From an optimization exercise on the open Yosys and OpenROAD flow, aimed at small area, a short achievable clock period and few clock cycles per item; shortcuts taken in it are not production practice. In this exercise RTL edits were held to simulation tests only and were not proved equivalent to the original. Power and IR drop assume default switching activity.

### design/flow/config.mk
export PLATFORM = sky130hd
export DESIGN_NAME = dec_channel
export DESIGN_NICKNAME = dec_channel
export VERILOG_FILES = /design/flow/design.v
export SDC_FILE = /design/flow/constraint.sdc
export NUM_CORES = 4
export LEC_CHECK = 0
export CAP_MARGIN = 20
export CELL_PAD_IN_SITES_DETAIL_PLACEMENT = 1
export CELL_PAD_IN_SITES_GLOBAL_PLACEMENT = 1
export CORE_MARGIN = 2
export CORE_UTILIZATION = 45
export CTS_CLUSTER_DIAMETER = 100
export CTS_CLUSTER_SIZE = 20
export PLACE_DENSITY = 0.55
export SETUP_SLACK_MARGIN = 1.5
export SLEW_MARGIN = 20
### design/flow/constraint.sdc
create_clock -name core_clock -period 40.0 [get_ports {clk}]
set_input_delay 8.0000 -clock core_clock [delete_from_list [all_inputs] [get_ports {clk}]]
set_output_delay 8.0000 -clock core_clock [all_outputs]
set_load 0.01 [all_outputs]
### design/flow/design.v
module dec_channel (
    input  wire         clk,
    input  wire         rst_n,
    input  wire [2:0]   cfg_order,       
    input  wire [5:0]   cfg_decim_m1,    
    input  wire         cfg_grow,        
    input  wire [39:0]  cfg_shift,       
    input  wire [4:0]   cfg_out_shift,   
    input  wire         cfg_fir_en,
    input  wire [3:0]   cfg_taps,        
    input  wire [143:0] cfg_coef,        
    input  wire         cfg_thr_en,
    input  wire [4:0]   cfg_thr_k,       
    input  wire [7:0]   cfg_thr_persist,
    input  wire         cfg_thr_freeze,
    input  wire         cfg_thr_clr_en,
    input  wire [15:0]  cfg_thr_upper,
    input  wire [15:0]  cfg_thr_lower,
    input  wire [15:0]  cfg_thr_hyst,
    input  wire         in_valid,
    input  wire [15:0]  in_data,
    output wire         in_ready,
    output reg          out_valid,
    output reg          out_settled,
    output reg  [31:0]  out_v32,
    output reg          out_sat32,
    output reg  [15:0]  out_v16,
    output reg          out_clamp16,
    output reg  [31:0]  out_base,
    output reg          out_evt_high,
    output reg          out_evt_low,
    output reg          out_evt_clear,
    output reg  [1:0]   out_thr_state
);
    localparam [1:0] ST_NORMAL = 2'd0, ST_HIGH = 2'd1, ST_LOW = 2'd2;
    integer i;
    reg [2:0]  n_q;
    reg [5:0]  m1_q;
    reg        grow_q;
    reg [39:0] sh_q;
    reg [4:0]  os_q;
    reg        fir_q;
    reg [3:0]  taps_q;
    reg        then_q;
    reg [4:0]  k_q;
    reg [7:0]  pers_q;
    reg        frz_q;
    reg        clr_q;
    reg [15:0] up_q, lo_q, hy_q;
    reg        rst_q;
    always @(posedge clk) begin
        n_q    <= cfg_order;
        m1_q   <= cfg_decim_m1;
        grow_q <= cfg_grow;
        sh_q   <= cfg_shift;
        os_q   <= cfg_out_shift;
        fir_q  <= cfg_fir_en;
        taps_q <= cfg_taps;
        then_q <= cfg_thr_en;
        k_q    <= cfg_thr_k;
        pers_q <= (cfg_thr_persist == 8'd0) ? 8'd1 : cfg_thr_persist;
        frz_q  <= cfg_thr_freeze;
        clr_q  <= cfg_thr_clr_en;
        up_q   <= cfg_thr_upper;
        lo_q   <= cfg_thr_lower;
        hy_q   <= cfg_thr_hyst;
        rst_q  <= rst_n;
    end
    reg [2:0] clog2_m;
    always @(*) begin
        if (m1_q[5])      clog2_m = 3'd6;
        else if (m1_q[4]) clog2_m = 3'd5;
        else if (m1_q[3]) clog2_m = 3'd4;
        else if (m1_q[2]) clog2_m = 3'd3;
        else if (m1_q[1]) clog2_m = 3'd2;
        else              clog2_m = 3'd1;
    end
    reg [5:0] g  [0:9];
    reg [5:0] cs [0:9];
    reg [5:0] p1, p3, p5, p7, p9, p57;
    always @(*) begin
        for (i = 0; i < 10; i = i + 1)
            g[i] = grow_q ? 6'd0 : {2'd0, sh_q[4*i +: 4]};
        p1  = g[0] + g[1];
        p3  = g[2] + g[3];
        p5  = g[4] + g[5];
        p7  = g[6] + g[7];
        p9  = g[8] + g[9];
        p57 = p5 + p7;
        cs[0] = g[0];
        cs[1] = p1;
        cs[2] = p1 + g[2];
        cs[3] = p1 + p3;
        cs[4] = cs[3] + g[4];
        cs[5] = cs[3] + p5;
        cs[6] = cs[5] + g[6];
        cs[7] = cs[3] + p57;
        cs[8] = cs[7] + g[8];
        cs[9] = cs[7] + p9;
    end
    reg [5:0] w_d;             
    reg [5:0] ci_d [1:4];      
    reg [5:0] cc_d [0:4];      
    reg [5:0] sa_d;            
    reg       narrow_d;        
    reg [2:0] hh_d;            
    reg [4:0] tb_d;            
    reg [4:0] setk_d;          
    reg [5:0] cl_d;
    reg signed [7:0] nb_d;
    always @(posedge clk) begin
        w_d <= 6'd16 + n_q * clog2_m;
        ci_d[1] <= cs[1];
        ci_d[2] <= cs[2];
        ci_d[3] <= (n_q == 3'd3) ? cs[2] : cs[3];
        ci_d[4] <= (n_q == 3'd3) ? cs[2] : (n_q == 3'd4) ? cs[3] : cs[4];
        for (i = 0; i < 5; i = i + 1)
            cc_d[i] <= (n_q == 3'd3) ? cs[3 + i] : (n_q == 3'd4) ? cs[4 + i] : cs[(5 + i) % 10];
        cl_d <= (n_q == 3'd3) ? cs[5] : (n_q == 3'd4) ? cs[7] : cs[9];
        sa_d <= grow_q ? {1'b0, os_q} : cl_d;
        nb_d <= grow_q ? ($signed({2'b00, w_d}) - $signed({3'b000, os_q}) + ((os_q != 5'd0) ? 8'sd1 : 8'sd0))
                       : ($signed({2'b00, w_d}) - $signed({2'b00, cl_d}));
        narrow_d <= (nb_d <= 8'sd17);
        hh_d <= fir_q ? taps_q[3:1] : 3'd0;
        setk_d <= {2'd0, n_q} + (fir_q ? {1'b0, taps_q} : 5'd1) - 5'd1;
        tb_d <= !narrow_d ? ({2'd0, hh_d} + 5'd1) * 5'd3 + 5'd5
              : ({2'd0, hh_d} + 5'd1 > {2'd0, n_q}) ? {2'd0, hh_d} + 5'd1
              : (n_q == 3'd3) ? 5'd4 : {2'd0, n_q};      
    end
    reg        in_ready_q;
    reg        in_v_q, in_t_q;
    reg [15:0] xin;
    reg [5:0]  pcnt;           
    reg [4:0]  gap;            
    assign in_ready = in_ready_q;
    wire       take     = in_valid & in_ready_q & rst_n;
    wire       is_last  = (pcnt == m1_q);
    wire [5:0] pcnt_inc = pcnt + 6'd1;
    wire [4:0] gap_inc  = (gap == 5'd31) ? 5'd31 : gap + 5'd1;
    reg  [2:0] warm;           
    wire [4:0] tb_e   = (warm == 3'd7) ? tb_d : 5'd29;
    wire rdy_nt = !((pcnt == m1_q) && (gap_inc < tb_e));
    wire rdy_t  = is_last ? 1'b1 : !((pcnt_inc == m1_q) && (gap_inc < tb_e));
    always @(posedge clk) begin
        xin    <= in_data;
        in_v_q <= take;
        in_t_q <= take & is_last;
        if (!rst_n) begin
            pcnt       <= 6'd0;
            gap        <= 5'd31;
            warm       <= 3'd0;
            in_ready_q <= 1'b1;
        end else begin
            if (warm != 3'd7) warm <= warm + 3'd1;
            if (take) begin
                pcnt <= is_last ? 6'd0 : pcnt_inc;
                gap  <= is_last ? 5'd1 : gap_inc;
            end else begin
                gap  <= gap_inc;
            end
            in_ready_q <= take ? rdy_t : rdy_nt;
        end
    end
    reg [45:0] integ [0:4];
    reg [1:0]  icy   [0:4];    
    reg [7:1]  vq, tq;         
    wire [7:0] va = {vq, in_v_q};
    wire [7:0] ta = {tq, in_t_q};
    wire [15:0] m0 = {16{1'b1}} << (grow_q ? 4'd0 : sh_q[3:0]);
    reg  [45:0] src  [0:4];
    reg  [45:0] own  [0:4];
    reg  [45:0] adv  [0:4];
    reg  [2:0]  act  [0:4];
    wire [45:0] nxt  [0:4];
    wire [1:0]  nco  [0:4];
    always @(*) begin
        for (i = 0; i < 5; i = i + 1) begin
            act[i] = va[i +: 3];
            if (i == 0) src[i] = {30'd0, xin & m0};
            else        src[i] = integ[i-1] & ({46{1'b1}} << ci_d[i]);
            adv[i] = src[i] & {{15{act[i][2]}}, {15{act[i][1]}}, {16{act[i][0]}}};
            own[i] = integ[i];
            if (i >= 3 && i >= n_q) own[i] = integ[i] & {{15{!act[i][2]}}, {15{!act[i][1]}}, {16{!act[i][0]}}};
        end
    end
    genvar gi;
    generate
        for (gi = 0; gi < 5; gi = gi + 1) begin : g_int
            rca #(16) u_s0 (.a(own[gi][15:0]),  .b(adv[gi][15:0]),  .ci(1'b0),
                            .s(nxt[gi][15:0]),  .co(nco[gi][0]));
            rca #(15) u_s1 (.a(own[gi][30:16]), .b(adv[gi][30:16]), .ci(icy[gi][0] & act[gi][1]),
                            .s(nxt[gi][30:16]), .co(nco[gi][1]));
            rca #(15) u_s2 (.a(own[gi][45:31]), .b(adv[gi][45:31]), .ci(icy[gi][1] & act[gi][2]),
                            .s(nxt[gi][45:31]), .co());
        end
    endgenerate
    always @(posedge clk) begin
        if (!rst_q) begin
            for (i = 0; i < 5; i = i + 1) begin
                integ[i] <= 46'd0;
                icy[i]   <= 2'd0;
            end
            vq <= 7'd0;
            tq <= 7'd0;
        end else begin
            for (i = 0; i < 5; i = i + 1) begin
                integ[i] <= nxt[i];
                icy[i]   <= nco[i];
            end
            vq <= {vq[6:1], in_v_q};
            tq <= {tq[6:1], in_t_q};
        end
    end
    reg [45:0] capr;
    always @(posedge clk) begin
        if (va[4] & ta[4]) capr[15:0]  <= nxt[4][15:0];
        if (va[5] & ta[5]) capr[30:16] <= nxt[4][30:16];
        if (va[6] & ta[6]) capr[45:31] <= nxt[4][45:31];
    end
    reg [45:0] cur;
    reg [45:0] ring [0:4];
    reg [2:0]  cj;             
    reg        cbusy;
    reg        push;           
    wire       cap   = va[7] & ta[7];
    wire       cstep = cap | cbusy;
    wire [2:0] jj    = cap ? 3'd0 : cj;
    wire [45:0] xsrc = cap ? capr : cur;
    wire [45:0] xm   = xsrc & ({46{1'b1}} << cc_d[jj]);
    reg         cfirst;        
    wire [45:0] ym   = xm - (ring[0] & {46{!cfirst}});
    always @(posedge clk) cur <= ym;    
    always @(posedge clk) begin
        if (cstep) begin
            for (i = 0; i < 4; i = i + 1)
                ring[i] <= (i == n_q - 3'd1) ? xm : ring[i+1];
            ring[4] <= xm;
        end
    end
    always @(posedge clk) begin
        if (!rst_q) begin
            cfirst <= 1'b1;
            cbusy  <= 1'b0;
            cj     <= 3'd0;
            push   <= 1'b0;
        end else begin
            push <= 1'b0;
            if (cstep) begin
                if (jj == n_q - 3'd1) begin
                    cfirst <= 1'b0;
                    cbusy <= 1'b0;
                    push  <= 1'b1;
                end else begin
                    cbusy <= 1'b1;
                    cj    <= jj + 3'd1;
                end
            end
        end
    end
    wire [45:0] yw   = cur & ~({46{1'b1}} << w_d);
    wire [46:0] ysh  = {yw, 1'b0} >> sa_d;                  
    wire [45:0] ylow = yw & ~({46{1'b1}} << sa_d);
    wire        gbit = ysh[0];
    wire        stk  = |(ylow & ~({46{1'b1}} << (sa_d - 6'd1)));
    wire        rup  = grow_q && (sa_d != 6'd0) && gbit && (stk || ysh[1]);
    wire [45:0] cval = ysh[46:1] + {45'd0, rup};
    reg [45:0] hist [0:14];
    reg [4:0]  kcnt;           
    reg        pset;           
    always @(posedge clk) begin
        if (push) begin
            hist[0] <= cval;
            for (i = 1; i < 15; i = i + 1) hist[i] <= hist[i-1];
        end
    end
    always @(posedge clk) begin
        if (!rst_q) begin
            kcnt <= 5'd0;
            pset <= 1'b0;
        end else if (push) begin
            if (kcnt != 5'd31) kcnt <= kcnt + 5'd1;
            pset <= ((kcnt + 5'd1) >= setk_d) || (kcnt == 5'd31);
        end
    end
    reg        fa;             
    reg [2:0]  fp;
    reg [1:0]  fm;
    reg [2:0]  ia;             
    reg [3:0]  ib;             
    reg [7:0]  cy;
    wire        lastp = (fp == hh_d);
    wire        lastm = narrow_d || (fm == 2'd2);
    reg  [45:0] wa, wb;
    always @(*) begin
        wa = hist[ia];
        case (ib)
            4'd1:  wb = hist[1];
            4'd2:  wb = hist[2];
            4'd3:  wb = hist[3];
            4'd4:  wb = hist[4];
            4'd5:  wb = hist[5];
            4'd6:  wb = hist[6];
            4'd7:  wb = hist[7];
            4'd8:  wb = hist[8];
            4'd9:  wb = hist[9];
            4'd10: wb = hist[10];
            4'd11: wb = hist[11];
            4'd12: wb = hist[12];
            4'd13: wb = hist[13];
            default: wb = hist[14];
        endcase
    end
    wire [53:0] wa54 = {8'd0, wa};
    wire [53:0] wb54 = {8'd0, wb};
    wire        oka  = ({2'd0, ia} < kcnt);
    wire        okb  = (fp != 3'd0) && ({1'b0, ib} < kcnt);
    wire [17:0] cha  = wa54[18*fm +: 18] & {18{oka}};
    wire [17:0] chb  = wb54[18*fm +: 18] & {18{okb}};
    wire        cin  = (fm != 2'd0) && cy[fp];
    wire [18:0] psum = {1'b0, cha} + {1'b0, chb} + {18'd0, cin};
    reg        f1_v, f1_first, f1_mpos, f1_last, f1_set;
    reg [17:0] op_q;
    reg [17:0] coef_q;
    reg        f2_done, f2_set;
    reg signed [39:0] acc;
    always @(posedge clk) begin
        if (!rst_q) begin
            fa   <= 1'b0;
            f1_v <= 1'b0;
            f2_done <= 1'b0;
        end else begin
            if (push) begin
                fa <= 1'b1;
                fp <= 3'd0;
                fm <= 2'd0;
                ia <= hh_d;
                ib <= {1'b0, hh_d};
            end else if (fa) begin
                if (lastp) begin
                    fp <= 3'd0;
                    ia <= hh_d;
                    ib <= {1'b0, hh_d};
                    fm <= fm + 2'd1;
                    if (lastm) fa <= 1'b0;
                end else begin
                    fp <= fp + 3'd1;
                    ia <= ia - 3'd1;
                    ib <= ib + 4'd1;
                end
            end
            f1_v     <= fa;
            f1_first <= (fp == 3'd0);
            f1_mpos  <= (fm != 2'd0);
            f1_last  <= lastp && lastm;
            f1_set   <= pset;
            f2_done  <= f1_v && f1_last;
            f2_set   <= f1_set;
        end
    end
    wire signed [39:0] abase = f1_first ? (f1_mpos ? (acc >>> 18) : 40'sd0) : acc;
    reg  [39:0] brow [0:8];
    reg  [39:0] bneg;
    reg  [2:0]  bd;
    reg  [18:0] bmag;
    reg         bn;
    reg  [19:0] bpp;
    wire [18:0] hx = {coef_q, 1'b0};
    always @(*) begin
        bneg = 40'd0;
        for (i = 0; i < 9; i = i + 1) begin
            bd = hx[2*i +: 3];
            bn = bd[2] & ~(bd[1] & bd[0]);
            case (bd)
                3'b001, 3'b010, 3'b101, 3'b110: bmag = {1'b0, op_q};
                3'b011, 3'b100:                 bmag = {op_q, 1'b0};
                default:                        bmag = 19'd0;
            endcase
            bpp = bn ? ~{1'b0, bmag} : {1'b0, bmag};
            brow[i] = {20'd0, ~bpp[19], bpp[18:0]} << (2 * i);
            bneg = bneg | ({39'd0, bn} << (2 * i));
        end
    end
    localparam [39:0] BK = 40'd0 - (40'd1 << 19) * 40'd87381;
    always @(posedge clk) begin
        if (fa) cy[fp] <= psum[18];
        op_q   <= psum[17:0];
        coef_q <= fir_q ? cfg_coef[18*fp +: 18] : 18'h04000;
        acc <= abase + brow[0] + brow[1] + brow[2] + brow[3] + brow[4] + brow[5]
             + brow[6] + brow[7] + brow[8] + bneg + BK;
    end
    wire [75:0] fsum = narrow_d ? {{36{acc[39]}}, acc} : {acc, v[35:0]};    
    wire        frup = fsum[13] && ((|fsum[12:0]) || fsum[14]);
    wire [53:0] fval = fsum[67:14] + {53'd0, frup};
    reg signed [53:0] v;
    reg        vset;
    reg        t0, t1, t2, t3;
    reg [71:0] b;
    reg        bval;
    reg [1:0]  st;
    reg [7:0]  hc, lc;
    reg [71:0] dd;             
    reg        bcy;
    reg        cmt_q, ini_q;
    wire [71:0] vv = {{2{v[53]}}, v, 16'd0};
    always @(posedge clk) dd <= vv - b;
    wire [55:0] dhi  = dd[71:16];
    wire        in20 = (&dhi[55:19]) | ~(|dhi[55:19]);
    wire signed [19:0] d20 = in20 ? dhi[19:0] : (dhi[55] ? 20'sh80000 : 20'sh7ffff);
    wire        zlo  = |b[15:0];      
    reg signed [19:0] uh_d, hl_d, nl_d;
    always @(posedge clk) begin
        uh_d <= $signed({4'd0, up_q}) - $signed({4'd0, hy_q});
        hl_d <= $signed({4'd0, hy_q}) - $signed({4'd0, lo_q});
        nl_d <= -$signed({4'd0, lo_q});
    end
    wire signed [19:0] up20 = $signed({4'd0, up_q});
    wire c_up = zlo ? (d20 >= up20) : (d20 > up20);       
    wire c_ch = !(zlo ? (d20 >= uh_d) : (d20 > uh_d));    
    wire c_cl = d20 >= hl_d;                              
    wire c_lo = d20 < nl_d;                               
    reg  [1:0] st_a, st_b;
    reg  [7:0] hc_b, lc_b;
    reg        ev_high, ev_low, ev_clear;
    always @(*) begin
        st_a = st;
        hc_b = hc;
        lc_b = lc;
        ev_high = 1'b0; ev_low = 1'b0; ev_clear = 1'b0;
        if ((st == ST_HIGH && c_ch) || (st == ST_LOW && c_cl)) begin
            st_a = ST_NORMAL;
            hc_b = 8'd0;
            lc_b = 8'd0;
            ev_clear = clr_q;
        end
        st_b = st_a;
        if (st_a == ST_NORMAL) begin
            if (up_q != 16'd0 && c_up) begin
                hc_b = hc_b + 8'd1;
                lc_b = 8'd0;
                if (hc_b >= pers_q) begin
                    st_b = ST_HIGH;
                    ev_high = 1'b1;
                end
            end else if (lo_q != 16'd0 && c_lo) begin
                lc_b = lc_b + 8'd1;
                hc_b = 8'd0;
                if (lc_b >= pers_q) begin
                    st_b = ST_LOW;
                    ev_low = 1'b1;
                end
            end else begin
                hc_b = 8'd0;
                lc_b = 8'd0;
            end
        end
    end
    wire evl = then_q && vset && bval;      
    wire ini = then_q && vset && !bval;     
    wire cmt = evl && (st_b == ST_NORMAL || !frz_q);
    wire [35:0] dsh  = dd[51:0] >> k_q;                            
    wire [4:0]  km1  = k_q - 5'd1;
    wire [15:0] dgs  = dd[15:0] >> km1;
    wire        bg   = dgs[0];                                     
    wire        bs   = |(dd[14:0] & ~({15{1'b1}} << km1));         
    wire        brup = bg && (bs || (dsh[0] ^ b[0]));
    wire [36:0] bn0  = {1'b0, b[35:0]} + {1'b0, dsh[35:0]} + {36'd0, brup};
    wire [35:0] dsh1 = $signed(dd[71:36]) >>> k_q;
    wire [35:0] bn1  = b[71:36] + dsh1 + {35'd0, bcy};
    wire [55:0] bhi   = b[71:16];
    wire        brnd  = b[15] && ((|b[14:0]) || b[16]);
    wire        bin32 = (&bhi[55:31]) | ~(|bhi[55:31]);
    wire [31:0] bsat  = bin32 ? ((bhi[31:0] == 32'h7fffffff && brnd) ? 32'h7fffffff : bhi[31:0] + {31'd0, brnd})
                              : (bhi[55] ? 32'h80000000 : 32'h7fffffff);
    wire        vin32 = (&v[53:31]) | ~(|v[53:31]);
    wire [31:0] vsat  = vin32 ? v[31:0] : (v[53] ? 32'h80000000 : 32'h7fffffff);
    always @(posedge clk) begin
        if (f1_v && f1_first && f1_mpos) v[35:0] <= {acc[17:0], v[35:18]};
        if (f2_done) begin
            v    <= fval;
            vset <= f2_set;
        end
        if (t1) begin
            cmt_q <= cmt;
            ini_q <= ini;
        end
        if (t2) begin
            bcy <= bn0[36];
            if (ini_q)      b[35:0] <= vv[35:0];
            else if (cmt_q) b[35:0] <= bn0[35:0];
        end
        if (t3) begin
            if (ini_q)      b[71:36] <= vv[71:36];
            else if (cmt_q) b[71:36] <= bn1;
        end
        out_settled   <= vset;
        out_v32       <= vsat;
        out_sat32     <= !vin32;
        out_v16       <= v[53] ? 16'd0 : (|v[53:16]) ? 16'hffff : v[15:0];
        out_clamp16   <= v[53] || (|v[53:16]);
        out_base      <= ini ? vsat : bsat;
        out_evt_high  <= evl && ev_high;
        out_evt_low   <= evl && ev_low;
        out_evt_clear <= evl && ev_clear;
        out_thr_state <= evl ? st_b : st;
    end
    always @(posedge clk) begin
        if (!rst_q) begin
            t0 <= 1'b0; t1 <= 1'b0; t2 <= 1'b0; t3 <= 1'b0;
            bval <= 1'b0;
            st <= ST_NORMAL;
            hc <= 8'd0;
            lc <= 8'd0;
            out_valid <= 1'b0;
        end else begin
            t0 <= f2_done;
            t1 <= t0;
            t2 <= t1;
            t3 <= t2;
            out_valid <= t1 & rst_n;    
            if (t1) begin
                if (ini) bval <= 1'b1;
                if (evl) begin
                    st <= st_b;
                    hc <= hc_b;
                    lc <= lc_b;
                end
            end
        end
    end
endmodule
module rca #(parameter W = 16) (
    input  wire [W-1:0] a,
    input  wire [W-1:0] b,
    input  wire         ci,
    output wire [W-1:0] s,
    output wire         co
);
    wire [W:0] c;
    assign c[0] = ci;
    genvar k;
    generate
        for (k = 0; k < W; k = k + 1) begin : g_bit
            assign s[k]   = a[k] ^ b[k] ^ c[k];
            assign c[k+1] = (a[k] & b[k]) | (c[k] & (a[k] ^ b[k]));
        end
    endgenerate
    assign co = c[W];
endmodule
### design/flow/flow/run.sh
#!/bin/bash
# The standard layout (the standard.sh, unchanged synthesis and steps),
# with buf_2 as the cell for the port buffers instead of the buffer the
# placer picks by default. Every port still gets its buffer.
set -euo pipefail
export BUFFER_PORTS_ARGS="-buffer_cell sky130_fd_sc_hd__buf_2"
bash standard.sh > flow.log 2>&1
### design/flow/standard.sh
#!/bin/bash
# synth_recipe.tcl (not shown) runs the flow's synth.tcl, then flattens the netlist and writes it again
# the make line also repeats each setting of config.mk as NAME=value (left out here)
make -C /OpenROAD-flow-scripts/flow DESIGN_CONFIG=/design/flow/config.mk WORK_HOME=/design/flow/orfs CLKGATE_MAP_FILE= SYNTH_SCRIPT=/design/flow/synth_recipe.tcl "${@:-finish}"
==> results of run 1 <==
==> layer usage <==
metal / track usage [%] / up-vias / part of all wire [%]
met3: 3.37 / 775 / 5.2
met4: 17.8 / 2 / 6.2
li1: - / 41900 / -
met1: 41.0 / 47500 / 41
met5: 0 / - / 0.0027
met2: 53.2 / 2980 / 47
==> logic make-up (layout without fill, tap and decap cells) <==
group                      after synthesis  after routing  synth area share [%]
AOI/OAI and AO/OA                     2841           2841                  16.1
xor gates and xnor gates               637            637                  4.71
adders and majority gates             1016           1016                  13.1
buffers and inverters                 1378           1513                  4.47
DFF                                   2000           2000                  43.3
muxes                                  475            475                  5.25
other                                    0             10                     0
and+or+nand+nor                       3222           3222                  13.0
==> cell type report <==
cell class / count / area, sq um / share of cell area, %
antenna: 10 / 25.0 / 0.0196
clock buffer: 191 / 3360 / 2.64
clock inverter: 29 / 433 / 0.339
inverter: 741 / 2790 / 2.19
multi-input combinational: 8191 / 62100 / 48.6
sequential: 2000 / 51300 / 40.2
tap: 3515 / 4400 / 3.45
timing repair buffer: 552 / 3250 / 2.54
==> worst paths after layout <==
check	from	end	cells past startpoint
max	in_ready_q	in_ready	1
min	f1_set	f2_set	0
min reg2reg	f1_set	f2_set	0
max reg2reg	n_q[0]	integ[4][45]	22
==> Yosys cell counts, types with 101 or more instances <==
master	n
fa_1	382
nor2_1	716
ha_1	630
buf_1	117
nand2_1	1030
a21oi_1	604
mux2i_1	134
a211oi_1	113
nor2b_1	140
xnor2_1	439
a221oi_1	158
edfxtp_1	1121
clkbuf_1	472
a22oi_1	305
o21ai_0	565
mux2_2	249
nand4_1	102
inv_1	729
dfxtp_1	879
xor2_1	198
nor3_1	153
a21o_1	211
and3_1	107
o211ai_1	108
nand3_1	311
nand2b_1	101
and2_1	307
==> cell usage in the layout, fill, tap and decap left out, types with 105 or more instances in the layout <==
master and instances:
buf_2 381, inv_1 727, xor2_1 198, mux2i_1 134, o211ai_1 108, nor3_1 148
mux2_2 249, buf_4 164, a211oi_1 113, and2_1 295, a21o_1 211, ha_1 627
dfxtp_1 862, a22oi_1 305, xnor2_1 439, edfxtp_1 1121, o21ai_0 562, a21oi_1 604
nand2_1 1026, nand3_1 310, nor2_1 709, nor2b_1 138, fa_1 382, and3_1 105
a221oi_1 158, clkbuf_16 123
==> report_power, final <==
| part | switching [mW] | leakage [nW] | internal, mW |
|---|---|---|---|
| clock network | 0.759 | 1.80 | 0.595 |
| registers | 0.153 | 17.4 | 2.29 |
| logic | 1.71 | 30.3 | 1.07 |
==> registers in the layout, summed over array words and instances (netlist names), 32 cells and up <==
| register | flops |
|---|---|
| acc | 40 |
| b | 72 |
| capr | 46 |
| cur | 46 |
| dd | 72 |
| hist | 690 |
| integ | 230 |
| out_base | 32 |
| out_v32 | 32 |
| ring | 230 |
| sh_q | 40 |
| v | 54 |
==> through the flow <==
stage | area (sq um) | cells | util (%)
global route | 128000 | 15200 | 48.7
CTS | 127000 | 15200 | 48.7
floorplan | 118000 | 11600 | -
global placement | 124000 | 15000 | 47.2
detailed placement | 124000 | 15000 | 47.2
finish | 128000 | 15200 | 48.7
==> reports/results.ini, run 1 <==
[clock_network]
cts-root-buf=clkbuf_16
cts_resized=0
numCtsBuffers=120
hold_buffers=0
cts_setup_buffers=0
path_clk_slew_ns=0.09
htreeDepth=3
cts_tree=built
clk_path_buf_depth=3
cts_sinks=2000
clkLatencyLatePin_ns=0.83

[logic_synthesis]
synth_top_cell_area_share_pct=28.4
yosys.area.top_type=edfxtp_1
synth.avg_cell_area_sq_um=10.2
synth_area_leaders=edfxtp_1, dfxtp_1, ha_1
synth_fp_nets=12900
async_flop_share_pct=0
synth.cell_area_sq_um=118000
ys_ff_latch=2000
synth-edff-count=1121
synth_cell_types=101
synth_cells=11600
yosysSeqAreaShare_pct=43.3
ys_warn_count=27
synth_ff_type=edfxtp_1

[timing]
drv_slew=0
setup_slack_ns=30.65
hold_viol_final=0
whs_ns=0.428
rsz0062_at_grt=no
max_clock_freq_mhz=107
post-route-period-util_pct=23.4
fin_crit_ns=9.35
maxSlewHeadroom_pct=19.9
setup_violations=0
tightestPinTransition_ns=1.20
clock_skew_ns=0.0512
setup_tns_ns=0

[pwr]
power_density_nw_per_um2=51.5
irDropWorstVdd_v=0.0000669
p_leak_nw=49.6
power_mw=6.58

[final_layout]
finalNetCount=12900
fill_cells=28900
areaGrowthSynthToFinish_pct=7.74
layout-drive-gt1-share_pct=10.3

[place]
place_ws_ns=30.90
gp_congestion=0.954
post-dp-hpwl_mm=327
portBuffers=376

[flow_run]
drv_cap=0

[die]
die_w_microns=517
start_util_pct=45.2
ios=377
die_height_microns=517
core_area_sq_um=262000
die_area_sq_um=267000
rows=188

[hold_path]
hold_class=flip-flop to flip-flop

[setup_path]
crit_type=flip-flop to primary output
cp.required_ns=32.00
r2r_setup_slack_ns=31.27
cp_top_family=flip-flops
critical-path-max-stage-delay_ns=0.38
end_kind=primary output
start_kind=flip-flop
worstPathMaxFanout=4
arrival_ns=1.35
cpMaxStageDelayCell=dfxtp_1
path_cells=buf_2
path_buf_inv=1

[grt]
grt_overflow=0
grt_use_total_pct=32.1
grt_max_degree=211
grt_pass1_wl_mm=645
grt_pass1_vias=96500
antenna_found_initial=14

[drt]
via_per_inst=6.12
routed_wl_mm=437
drc=0
dr_total_vias=93200
antenna_left=0
drtPass1Iterations=7
wl_per_cell_microns=28.7
drt_iter0_drc=7665

[run_status]
status=finished clean

Testbench counts, summed over its fixed seeds: cycles 18,619, items 16,384.
==> run 2: changes to the inputs <==
--- a/design/flow/config.mk
+++ b/design/flow/config.mk
@@ -9,9 +9,9 @@
 export CELL_PAD_IN_SITES_DETAIL_PLACEMENT = 1
 export CELL_PAD_IN_SITES_GLOBAL_PLACEMENT = 1
 export CORE_MARGIN = 2
-export CORE_UTILIZATION = 45
+export CORE_UTILIZATION = 55
 export CTS_CLUSTER_DIAMETER = 100
 export CTS_CLUSTER_SIZE = 20
-export PLACE_DENSITY = 0.55
+export PLACE_DENSITY = 0.65
 export SETUP_SLACK_MARGIN = 1.5
 export SLEW_MARGIN = 20
==> run 2 against run 1 <==
Against the previous run:
- combinational power up 1%
- sequential power about the same
- critical path type unchanged
- core utilization up 10 points
- hold slack about the same
- non-clock buffer count down 11
- synthesized cell count unchanged
- highest routed layer unchanged
- fmax down 0.49%
- die area down 18%
- sequential share of layout area up 0.32 points
==> reports/results.ini, run 2 <==
[run_status]
status=finished clean

[pwr]
p_comb_share_pct=42.8  ; +0.6 points
switching_power_mw=2.63  ; +0.38%
power_frac_seq_pct=36.8  ; -0.4 points
irDropWorstVdd_v=0.0000610  ; -8.8%
power_density_nw_per_um2=52.1  ; +1.1%
p_int_mw=3.96  ; +0.25%
clock_power_share_pct=20.4  ; -0.2 points
netSwitchingFraction_pct=39.9  ; about the same
p_leak_nw=49.4  ; -0.26%

[die]
die_w_microns=468  ; -9.5%
die_area_sq_um=219000  ; -18%
rows=170  ; -9.6%
die_height_microns=468  ; -9.5%
start_util_pct=55.2  ; +10 points
ios=377  ; unchanged
core_area_sq_um=214000  ; -18%

[logic_synthesis]
ys_ff_latch=2000  ; unchanged
async_flop_share_pct=0  ; unchanged
yosysMostFrequentCell=edfxtp_1
yosys.area.top_type=edfxtp_1
synth_area_leaders=edfxtp_1, dfxtp_1, ha_1
synth_fp_nets=12900  ; unchanged
ys_warn_count=27  ; unchanged
synth_cell_types=101  ; unchanged
synth.avg_cell_area_sq_um=10.2  ; unchanged
yosysSeqAreaShare_pct=43.3  ; unchanged
synth_top_cell_area_share_pct=28.4  ; unchanged
synth-edff-count=1121  ; unchanged
synth_ff_type=edfxtp_1
synthTopCellsByCount=edfxtp_1, nand2_1, dfxtp_1
synth_cells=11600  ; unchanged
synth.cell_area_sq_um=118000  ; unchanged

[final_layout]
layout-drive-gt1-share_pct=10.1  ; -0.16 points
fill_cells=23200  ; -20%
areaGrowthSynthToFinish_pct=6.89
finalNetCount=12900  ; -0.10%
most-common-layout-cells=edfxtp_1, nand2_1, dfxtp_1, inv_1, nor2_1
multi_input_area_sq_um=62100  ; unchanged
top_regs=hist (690), integ (230), ring (230)
top_register=hist
largest_reg_flops=690  ; unchanged
mostFrequentLayoutCell=edfxtp_1
final_cells=14500  ; -4.6%
seq_area_sq_um=51300  ; about the same
final_util_pct=59.0  ; +10 points

[timing]
max_clock_freq_mhz=106  ; -0.49%
tightestPinTransition_ns=1.32  ; +0.121 ns
setup_violations=0  ; unchanged
setup_tns_ns=0  ; unchanged
rsz0062_at_grt=no
post-route-period-util_pct=23.5  ; +0.12 points
clock_skew_ns=0.0790  ; +0.0279 ns
hold_viol_final=0  ; unchanged
maxSlewHeadroom_pct=12.0  ; -7.9 points
setup_slack_ns=30.60  ; -0.0462 ns
fin_crit_ns=9.40  ; +0.0462 ns
whs_ns=0.428  ; +0.000119 ns
drv_slew=0  ; unchanged

[setup_path]
crit_type=flip-flop to primary output
cp_top_family=flip-flops
r2r_setup_slack_ns=31.13  ; -0.14 ns
start_kind=flip-flop
cp.required_ns=32.00  ; about the same
end_kind=primary output
path_buf_inv=1  ; unchanged
critical-path-max-stage-delay_ns=0.38  ; about the same
cpMaxStageDelayCell=dfxtp_1
reg2reg_depth=22  ; unchanged
rr_endpoint=integ[4][45]
reg2reg_from=n_q[0]
path_cells=buf_2
worstPathMaxFanout=4  ; unchanged
arrival_ns=1.40  ; +0.05 ns

[hold_path]
hold_path_depth=0  ; unchanged
hold_class=flip-flop to flip-flop
hold_end=f1_set
min_from=pset

[grt]
gr-usage-met2_pct=63.4  ; +10 points
use_met3_pct=5.93  ; +2.6 points
use_met1_pct=47.3  ; +6.3 points
grt_overflow=0  ; unchanged
grt_pass1_vias=100000  ; +3.9%
grt_max_degree=203  ; -3.8%
antenna_found_initial=17  ; +3
top_usage_layer=met2
grt_pass1_wl_mm=640  ; -0.64%
grt_use_total_pct=38.6  ; +6.5 points

[drt]
drtPass1Iterations=9  ; +2
wl_per_cell_microns=29.6  ; +3.0%
via_per_inst=6.60  ; +7.9%
routed_wl_mm=430  ; -1.7%
dr_total_vias=95900  ; +2.9%
drt_iter0_drc=9857  ; +29%
drc=0  ; unchanged
antenna_left=0  ; unchanged

[place]
place_ws_ns=30.86  ; -0.0342 ns
place_inst=14300  ; -4.6%
portBuffers=376  ; unchanged
post-dp-hpwl_mm=313  ; -4.2%
gp_congestion=0.980  ; +2.7%

[clock_network]
numCtsBuffers=118  ; -1.7%
cts_sinks=2000  ; unchanged
hold_buffers=0  ; unchanged
cts_resized=0  ; unchanged
cts-root-buf=clkbuf_16
clk_path_buf_depth=3  ; unchanged
clkLatencyLatePin_ns=0.86  ; +0.03 ns
path_clk_slew_ns=0.09  ; about the same
htreeDepth=3  ; unchanged
cts_tree=built
cts_setup_buffers=0  ; unchanged

[flow_run]
drv_cap=0  ; unchanged

-- run 2: changes by cell type in the layout (fill, tap and decap cells not counted), sizes merged --
cell,change
buf,-10
bufinv,+4
clkbuf,-4
clkinv,-7
diode,-2
-- run 2: worst max-delay path by stage --
stage	start	to	slack [ns]	cells after the start
2_1_floorplan	push	fm[0]	21.29	2
3_3_place_gp	cfg_thr_persist[1]	pers_q[0]	30.66	3
3_5_place_dp	rst_n	in_ready_q	30.86	6
4_1_cts	in_ready_q	in_ready	30.56	1
5_1_grt	in_ready_q	in_ready	30.56	1
6_report	in_ready_q	in_ready	30.60	1
-- run 2: per-layer routing --
metal / wire length [microns] / part of all wire, %
met1: 161000 / 37
met2: 202000 / 47
met5: 59 / 0.014
met3: 33200 / 7.7
met4: 33300 / 7.8
-- run 2: power by group through the flow --
stage,sequential [mW],combinational (mW),clock [mW]
4_1_cts,2.42,2.79,1.36
3_3_place_gp,2.47,2.65,0
6_report,2.43,2.82,1.35
2_1_floorplan,2.38,1.95,0
3_5_place_dp,2.47,2.76,0
5_1_grt,2.44,3.10,1.42
-- run 2: logic make-up after synthesis --
| group | Yosys count | synth area share, % |
|---|---|---|
| AO/OA/AOI/OAI | 2841 | 16.1 |
| AND/OR/NAND/NOR | 3222 | 13.0 |
| flip-flops | 2000 | 43.3 |
| buffers and inverters | 1378 | 4.47 |
| XOR/XNOR | 637 | 4.71 |
| multiplexers | 475 | 5.25 |
| adder cells (fa/ha/maj) | 1016 | 13.1 |
-- run 2: final cells by class --
cell class	count	share of cell area, %
Multi-Input combinational cell	8191	49.0
Sequential cell	2000	40.5
Tap cell	2838	2.80
Clock buffer	188	2.58
Timing Repair Buffer	541	2.50
Inverter	741	2.20
Clock inverter	26	0.353
Antenna cell	8	0.0158
-- run 2: worst reg2reg max path, stage by stage (launching register included) --
cell	delay (ns)
dfxtp_1	0.52
clkinv_1	0.53
ha_1	0.47
or3_1	0.46
nand2_1	0.44
nand2_1	0.16
fa_1	0.46
fa_1	0.40
fa_1	0.41
fa_1	0.39
fa_1	0.40
fa_1	0.40
fa_1	0.39
fa_1	0.41
fa_1	0.42
fa_1	0.42
fa_1	0.39
fa_1	0.38
fa_1	0.40
fa_1	0.39
xor2_1	0.18
xnor2_1	0.15
and2_1	0.16
-- run 2: metrics by stage --
step           area, sq um  power (mW)
6_report            127000        6.60
5_1_grt             127000        6.95
4_1_cts             127000        6.57
3_5_place_dp        123000        5.23
3_3_place_gp        123000        5.11
2_1_floorplan       118000        4.33
==> run 3: changes to the inputs <==
--- a/design/flow/config.mk
+++ b/design/flow/config.mk
@@ -9,9 +9,9 @@
 export CELL_PAD_IN_SITES_DETAIL_PLACEMENT = 1
 export CELL_PAD_IN_SITES_GLOBAL_PLACEMENT = 1
 export CORE_MARGIN = 2
-export CORE_UTILIZATION = 55
-export CTS_CLUSTER_DIAMETER = 100
-export CTS_CLUSTER_SIZE = 20
-export PLACE_DENSITY = 0.65
+export CORE_UTILIZATION = 45
+export CTS_CLUSTER_DIAMETER = 110
+export CTS_CLUSTER_SIZE = 22
+export PLACE_DENSITY = 0.55
 export SETUP_SLACK_MARGIN = 1.5
 export SLEW_MARGIN = 20
==> run 3 against run 2 <==
Against the previous run:
- fmax fell by 0.17%
- die area is 22% higher
- synthesized cell count stayed put
- still clean on timing, DRC and antenna
- clock power fell by 4%
- area after synthesis did not move
- sequential power about the same
- final area grew 0.50%
- combinational power fell by 1%
- register-to-register slack better by 0.13 ns
- first-iteration DRC count is 23% lower
- critical endpoint unchanged
- largest power group unchanged
- power fell by 1.3%
==> reports/results.ini, run 3 <==
[logic_synthesis]
ys_warn_count=27  ; unchanged
yosys.area.top_type=edfxtp_1
synth_cells=11600  ; unchanged
synth.cell_area_sq_um=118000  ; unchanged
synth-edff-count=1121  ; unchanged
synth.avg_cell_area_sq_um=10.2  ; unchanged
synth_ff_type=edfxtp_1
synth_cell_types=101  ; unchanged
synth_area_leaders=edfxtp_1, dfxtp_1, ha_1
ys_ff_latch=2000  ; unchanged
synth_top_cell_area_share_pct=28.4  ; unchanged
synthTopCellsByCount=edfxtp_1, nand2_1, dfxtp_1
yosysMostFrequentCell=edfxtp_1
synth_fp_nets=12900  ; unchanged
async_flop_share_pct=0  ; unchanged
yosysSeqAreaShare_pct=43.3  ; unchanged

[clock_network]
cts_resized=0  ; unchanged
cts_setup_buffers=0  ; unchanged
numCtsBuffers=113  ; -4.2%
htreeDepth=3  ; unchanged
cts-root-buf=clkbuf_16
path_clk_slew_ns=0.10  ; about the same
hold_buffers=0  ; unchanged
clkLatencyLatePin_ns=0.95  ; +0.09 ns
cts_sinks=2000  ; unchanged
cts_tree=built
clk_path_buf_depth=4  ; +1

[timing]
tightestPinTransition_ns=1.22  ; -0.104 ns
setup_violations=0  ; unchanged
max_clock_freq_mhz=106  ; -0.17%
hold_viol_final=0  ; unchanged
setup_slack_ns=30.59  ; -0.0164 ns
drv_slew=0  ; unchanged
rsz0062_at_grt=no
maxSlewHeadroom_pct=18.8  ; +6.8 points
clock_skew_ns=0.0932  ; +0.0141 ns
setup_tns_ns=0  ; unchanged
fin_crit_ns=9.41  ; +0.0164 ns
post-route-period-util_pct=23.5  ; +0.041 points

[hold_path]
hold_class=flip-flop to flip-flop
hold_path_depth=0  ; unchanged

[pwr]
p_comb_share_pct=42.7  ; about the same
power_frac_seq_pct=37.5  ; +0.7 points
p_leak_nw=49.4  ; about the same
clock_power_share_pct=19.8  ; -0.6 points
power_mw=6.51  ; -1.3%
irDropWorstVdd_v=0.0000672  ; +10%
power_density_nw_per_um2=51.2  ; -1.8%
p_int_mw=3.92  ; -1.2%
netSwitchingFraction_pct=39.9  ; -0.044 points
switching_power_mw=2.60  ; -1.4%

[setup_path]
cp.required_ns=32.00  ; about the same
arrival_ns=1.41  ; about the same
reg2reg_depth=22  ; unchanged
path_cells=buf_2
start_kind=flip-flop
worstPathMaxFanout=4  ; unchanged
critical-path-max-stage-delay_ns=0.38  ; about the same
end_kind=primary output
worstSetupPathDepth=1  ; unchanged
crit_type=flip-flop to primary output
cpMaxStageDelayCell=dfxtp_1
cp_top_family=flip-flops
path_buf_inv=1  ; unchanged

[drt]
drtPass1Iterations=7  ; -2
dr_total_vias=93000  ; -3.0%
antenna_left=0  ; unchanged
via_per_inst=6.11  ; -7.3%
drc=0  ; unchanged
wl_per_cell_microns=28.7  ; -2.9%
drt_iter0_drc=7585  ; -23%
routed_wl_mm=437  ; +1.7%

[grt]
grt_max_degree=211  ; +3.9%
grt_pass1_wl_mm=644  ; +0.50%
grt_overflow=0  ; unchanged
grt_use_total_pct=32.0  ; -6.5 points
antenna_found_initial=14  ; -3
grt_pass1_vias=96400  ; -3.8%

[final_layout]
top_register=hist
largest_reg_flops=690  ; unchanged
top_regs=hist (690), integ (230), ring (230)
most-common-layout-cells=edfxtp_1, nand2_1, dfxtp_1, inv_1, nor2_1
finalNetCount=12900  ; +0.047%
multi_input_area_sq_um=62100  ; unchanged
seq_area_sq_um=51300  ; about the same
mostFrequentLayoutCell=edfxtp_1
areaGrowthSynthToFinish_pct=7.41
layout-drive-gt1-share_pct=10.2  ; +0.071 points
fill_cells=29000  ; +25%

[place]
gp_congestion=0.954  ; -2.6%
portBuffers=376  ; unchanged
post-dp-hpwl_mm=327  ; +4.4%
place_ws_ns=30.90  ; +0.0342 ns

[die]
die_w_microns=517  ; +10%
ios=377  ; unchanged
start_util_pct=45.2  ; -10 points
rows=188  ; +11%
die_area_sq_um=267000  ; +22%
die_height_microns=517  ; +10%
core_area_sq_um=262000  ; +22%

[run_status]
status=finished clean

[flow_run]
drv_cap=0  ; unchanged

## run 3: cell types whose count changed in the layout (fill, tap and decap cells not counted), sizes merged
cell and delta:
buf +10, bufinv -3, clkbuf -13, clkinvlp -2, diode +2, inv +5
## run 3: path summary, 6_finish.rpt
kind,start,slack (ns),endpoint
max,in_ready_q,30.59,in_ready
min,f2_set,0.36,vset
max reg2reg,n_q[0],31.26,integ[4][45]
min reg2reg,f2_set,0.36,vset
## run 3: layer usage
layer | global-route usage, % | vias up | wire length, microns
met5 | 0 | - | 13
met2 | 53.1 | 2968 | 207000
met1 | 40.8 | 47300 | 179000
met4 | 18.2 | 2 | 28000
met3 | 3.39 | 793 | 22400
li1 | - | 41900 | -
## run 3: kinds of logic (layout without fill, tap and decap cells)
logic type,after synthesis,count (layout),synth area share (%)
flops,2000,2000,43.3
buf+inv,1378,1493,4.47
xor+xnor,637,637,4.71
other cells,0,10,0
simple gates,3222,3222,13.0
mux,475,475,5.25
fa+ha+maj,1016,1016,13.1
compound gates,2841,2841,16.1
## run 3: cell type report
cell class / count / area share [%]
clock inverters: 26 / 0.238
flip-flops and latches: 2000 / 40.3
clock buffers: 174 / 2.44
multi-input cells: 8191 / 48.8
inverters: 741 / 2.19
repair buffers: 552 / 2.55
well taps: 3515 / 3.46
diodes: 10 / 0.0197
## run 3: per-stage QoR
stage	util [%]	std cells	hold slack, ns	instance area (sq um)
final	48.6	15200	0.355	127000
after global routing	48.6	15200	0.365	127000
after CTS	48.5	15200	0.356	127000
after detailed placement	47.2	15000	0.411	124000
after global placement	47.2	15000	0.410	124000
after floorplan	-	11600	0.368	118000
## run 3: power by group through the flow
stage | sequential, mW | clock (mW) | combinational (mW)
2_1_floorplan | 2.38 | 0 | 1.95
3_3_place_gp | 2.49 | 0 | 2.69
3_5_place_dp | 2.49 | 0 | 2.74
4_1_cts | 2.44 | 1.33 | 2.77
5_1_grt | 2.45 | 1.39 | 3.08
6_report | 2.44 | 1.29 | 2.78

afterwards: timing with drivers on the ports:
No port has a modelled driver above. Below, the same layouts with a new extraction and two added sets of constraints. Step 1 (the two cells are an assumption about what drives the block):
set clk [get_ports {clk}]
set_driving_cell -lib_cell sky130_fd_sc_hd__clkbuf_16 $clk
set_driving_cell -lib_cell sky130_fd_sc_hd__buf_2 [delete_from_list [all_inputs] $clk]
Step 2 also shifts input and output timing later by t, the mid clock arrival at the registers, as if the neighbouring blocks saw the same clock. Three values: ideal, step 1, step 2; two values: the first two.
run | t, ns | slack for setup (ns) | worst hold slack (ns) | latest minus earliest clock arrival (ns)
run 1 | 0.905 | 30.651 / 30.554 / 30.865 | 0.428 / 0.428 / 0.428 | 0.053 / 0.053
run 2 | 0.916 | 30.604 / 30.510 / 30.784 | 0.428 / 0.428 / 0.428 | 0.091 / 0.091
run 3 | 0.993 | 30.588 / 30.491 / 30.875 | 0.355 / 0.355 / 0.355 | 0.099 / 0.099
After both steps setup and hold are still met in every run listed.
